Background: an optimization exercise with open tools, aiming at small area. Do not read the settings as production practice.
Only simulation tests tie the RTL to the original design; equivalence was not proved.
Power figures rest on the tool's default switching activity, not on a simulated workload.

## pwm_axis
module pwm_axis (
    input  wire        clk,
    input  wire        rst,           
    input  wire [15:0] per,           
    input  wire [1:0]  presc,         
    input  wire [6:0]  dith,          
    input  wire        carrdith,      
    input  wire [15:0] seed,          
    input  wire        seed_load,     
    input  wire [5:0]  mode,          
    input  wire [15:0] cmp_u,
    input  wire [15:0] cmp_v,
    input  wire [15:0] cmp_w,
    input  wire [9:0]  dtr_u,
    input  wire [9:0]  dtr_v,
    input  wire [9:0]  dtr_w,
    input  wire [9:0]  dtf_u,
    input  wire [9:0]  dtf_v,
    input  wire [9:0]  dtf_w,
    input  wire [7:0]  minp,
    output wire [2:0]  gh,            
    output wire [2:0]  gl,            
    output wire        pstart,        
    output reg  [15:0] cnt,           
    output reg  [15:0] plen           
);
    localparam [1:0] M_OFF = 2'd0, M_LOW = 2'd1, M_PWM = 2'd2, M_PWMH = 2'd3;
    reg  [2:0]  sub;                
    reg  [1:0]  presc_c;
    reg         first;              
    reg  [6:0]  s;                  
    reg  [2:0]  gh_en, gh_full, gl_en;    
    reg  [6:0]  hl_u, hl_v, hl_w;   
    reg  [2:0]  xs;                 
    reg  [9:0]  dc_u, dc_v, dc_w;   
  ...
Size: roughly 1500 cells after synthesis, about 330 flip-flops, roughly 0.017 mm^2 of cells after synthesis.
export LEC_CHECK = 0
export CAP_MARGIN = 20
export CORE_MARGIN = 2
export CORE_UTILIZATION = 60
export SLEW_MARGIN = 20
create_clock -name core_clock -period 350.0 [get_ports {clk}]
standard.sh (not shown) runs the stock make flow with config.mk's settings and CLKGATE_MAP_FILE= SYNTH_SCRIPT=/design/flow/synth_recipe.tcl, a recipe that flattens the netlist after the stock synthesis.
==> flow/flow/run.sh <==
#!/bin/bash
# Own layout flow: the standard flow (floorplan, power grid, tap cells, placement and
# routing unchanged) with three changes:
#  - synthesis is the standard flow's synthesis script with only ABC's mapping script replaced by an
#    area-oriented one (flow/area.abc); registers, their names and cell types are untouched;
#  - ports are buffered with single-drive buffers;
#  - the clock tree uses small buffers and no dummy loads.
# Each make run writes its full output to a log file in the work folder.
set -euo pipefail
W=$PWD
sed 's|^  log_cmd abc {\*}\$abc_args$|  log_cmd abc {*}[lreplace $abc_args 1 1 $::env(MY_ABC_SCRIPT)]|' \
    "$FLOW_HOME/scripts/synth.tcl" > "$W/synth_area.tcl"
grep -q 'MY_ABC_SCRIPT' "$W/synth_area.tcl"
sed "s|source \$::env(SCRIPTS_DIR)/synth.tcl|source $W/synth_area.tcl|" "$W/synth_recipe.tcl" > "$W/synth_recipe_area.tcl"
grep -q "source $W/synth_area.tcl" "$W/synth_recipe_area.tcl"
export MY_ABC_SCRIPT="$W/flow/area.abc"
export BUFFER_PORTS_ARGS="-buffer_cell sky130_fd_sc_hd__buf_1"
export CTS_ARGS="-sink_clustering_enable -repair_clock_nets -dont_use_dummy_load -buf_list sky130_fd_sc_hd__clkbuf_8 -sink_clustering_size 20 -sink_clustering_max_diameter 55"
bash standard.sh "SYNTH_SCRIPT=$W/synth_recipe_area.tcl" synth > synth.log 2>&1
bash standard.sh finish > layout.log 2>&1
==> flow/flow/area.abc <==
&get -n
&st
&deepsyn -T 90
&put
&get -n
&st
&dch
&nf -R 1000 -p
&put
strash
dch -f
map -a
mfs2
&get -n
&st
&syn2
&if -g -K 6
&synch2
&nf -R 1000 -p
&st
&dch -f
&nf -R 1000 -p
&put
strash
dch -f
map -a
mfs2
&get -n
&st
&dch -f
&nf -R 1000 -p
&put
strash
dch -f
map -a
mfs2
&get -n
&st
&dch -f
&nf -R 1000 -p
&put
Then changed:
--- a/flow/design.v
+++ b/flow/design.v
@@ -239,34 +239,37 @@
     wire [2:0] x_eq = {cnt[6:0] == hl_w, cnt[6:0] == hl_v, cnt[6:0] == hl_u};
     wire [2:0] x_off = win ? (xs | x_eq) : x_ge;
     always @(posedge clk) begin
         xs <= x_off;
         if (preload) begin
             hl_u <= c_v[6:0];
             hl_v <= c_w[6:0];
             hl_w <= x[6:0];
         end
     end
+    wire [2:0] trig = ~gh_en | x_off;
     wire [2:0] dz   = {dc_w == 10'd0, dc_v == 10'd0, dc_u == 10'd0};
-    reg  [2:0] dd;                  
-    wire [2:0] d_ok = dd | dz;
-    wire [2:0] trig = ~gh_en | x_off;
-    wire [2:0] rld  = gh_en & d_ok & ~x_off & {3{~win}};
-    wire [2:0] dcn  = ~dz & (~gh_en | ~dd | x_off);
-    wire [2:0] ld_e = hi_end & ~n_gh_en;
-    always @(posedge clk) begin
-        dd <= last ? 3'd0 : d_ok;
+    wire [12:0] tk  = {cnt[9:0], 3'd0} >> (2'd3 - presc_c);
+    wire [9:0]  tlo = tk[9:0] | {7'd0, sub};
+    wire        tbig = (cnt >> (4'd10 - {2'd0, presc_c})) != 16'd0;
+    wire [2:0] hs_ge;
+    pwm_ge #(10) u_hu (.a(tlo), .b(d_u), .ge(hs_ge[0]));
+    pwm_ge #(10) u_hv (.a(tlo), .b(d_v), .ge(hs_ge[1]));
+    pwm_ge #(10) u_hw (.a(tlo), .b(d_w), .ge(hs_ge[2]));
+    wire [2:0] hs_ok = hs_ge | {3{tbig}};
+    wire [2:0] ld_f = (n_gh_en & n_gl_en) | hi_end;
+    always @(posedge clk) begin
         if (last) begin
             gh_full <= n_gh_full;
-            dc_u    <= n_gh_en[0] ? d_u : ld_e[0] ? f_u : 10'd0;
-            dc_v    <= n_gh_en[1] ? d_v : ld_e[1] ? f_v : 10'd0;
-            dc_w    <= n_gh_en[2] ? d_w : ld_e[2] ? f_w : 10'd0;
+            dc_u    <= ld_f[0] ? f_u : 10'd0;
+            dc_v    <= ld_f[1] ? f_v : 10'd0;
+            dc_w    <= ld_f[2] ? f_w : 10'd0;
         end else begin
-            if (rld[0]) dc_u <= f_u; else if (dcn[0]) dc_u <= dc_u - 10'd1;
-            if (rld[1]) dc_v <= f_v; else if (dcn[1]) dc_v <= dc_v - 10'd1;
-            if (rld[2]) dc_w <= f_w; else if (dcn[2]) dc_w <= dc_w - 10'd1;
-        end
-    end
-    assign gh = gh_en & d_ok & (gh_full | ~x_off);
+            if (trig[0] & ~dz[0]) dc_u <= dc_u - 10'd1;
+            if (trig[1] & ~dz[1]) dc_v <= dc_v - 10'd1;
+            if (trig[2] & ~dz[2]) dc_w <= dc_w - 10'd1;
+        end
+    end
+    assign gh = gh_en & hs_ok & (gh_full | ~x_off);
     assign gl = gl_en & trig & dz;
     assign pstart = (cnt == 16'd0) & (sub == 3'd0);
 endmodule
Via count climbs by 4.3%.
Die area climbs by 1.3%.
Flip-flop and latch count drops by 3.
Clock power hardly moves.
First-iteration DRC count rises by 4.5%.
Utilization increases by 0.22 points.
Setup slack is better by 700 ps.
Routed wire length rose by 1.9%.
Maximum frequency rises by 0.93%.

[port drivers added, routing unchanged]
Ports are ideal in the flow. The routed layouts listed here were re-timed in OpenROAD. Step 1 sets driving cells, clkbuf_16 on the clock port and buf_2 on the other inputs (assumed; they add their load-dependent delay and slew). Step 2 moves the port delays by t, midway between the first and last clock arrival at a register: inputs arrive t later, outputs are due t later. That takes back most of the time a late clock gives input paths. Three values: ideal, step 1, step 2; two values: the first two.
run | t, ns | setup WS [ns] | pins driven straight from the clock port
the first run | 0.640 | 274.396 / 274.348 / 274.988 | 1
the second run | 0.660 | 275.093 / 275.043 / 275.703 | 1
After both steps setup and hold are still met in every run listed.
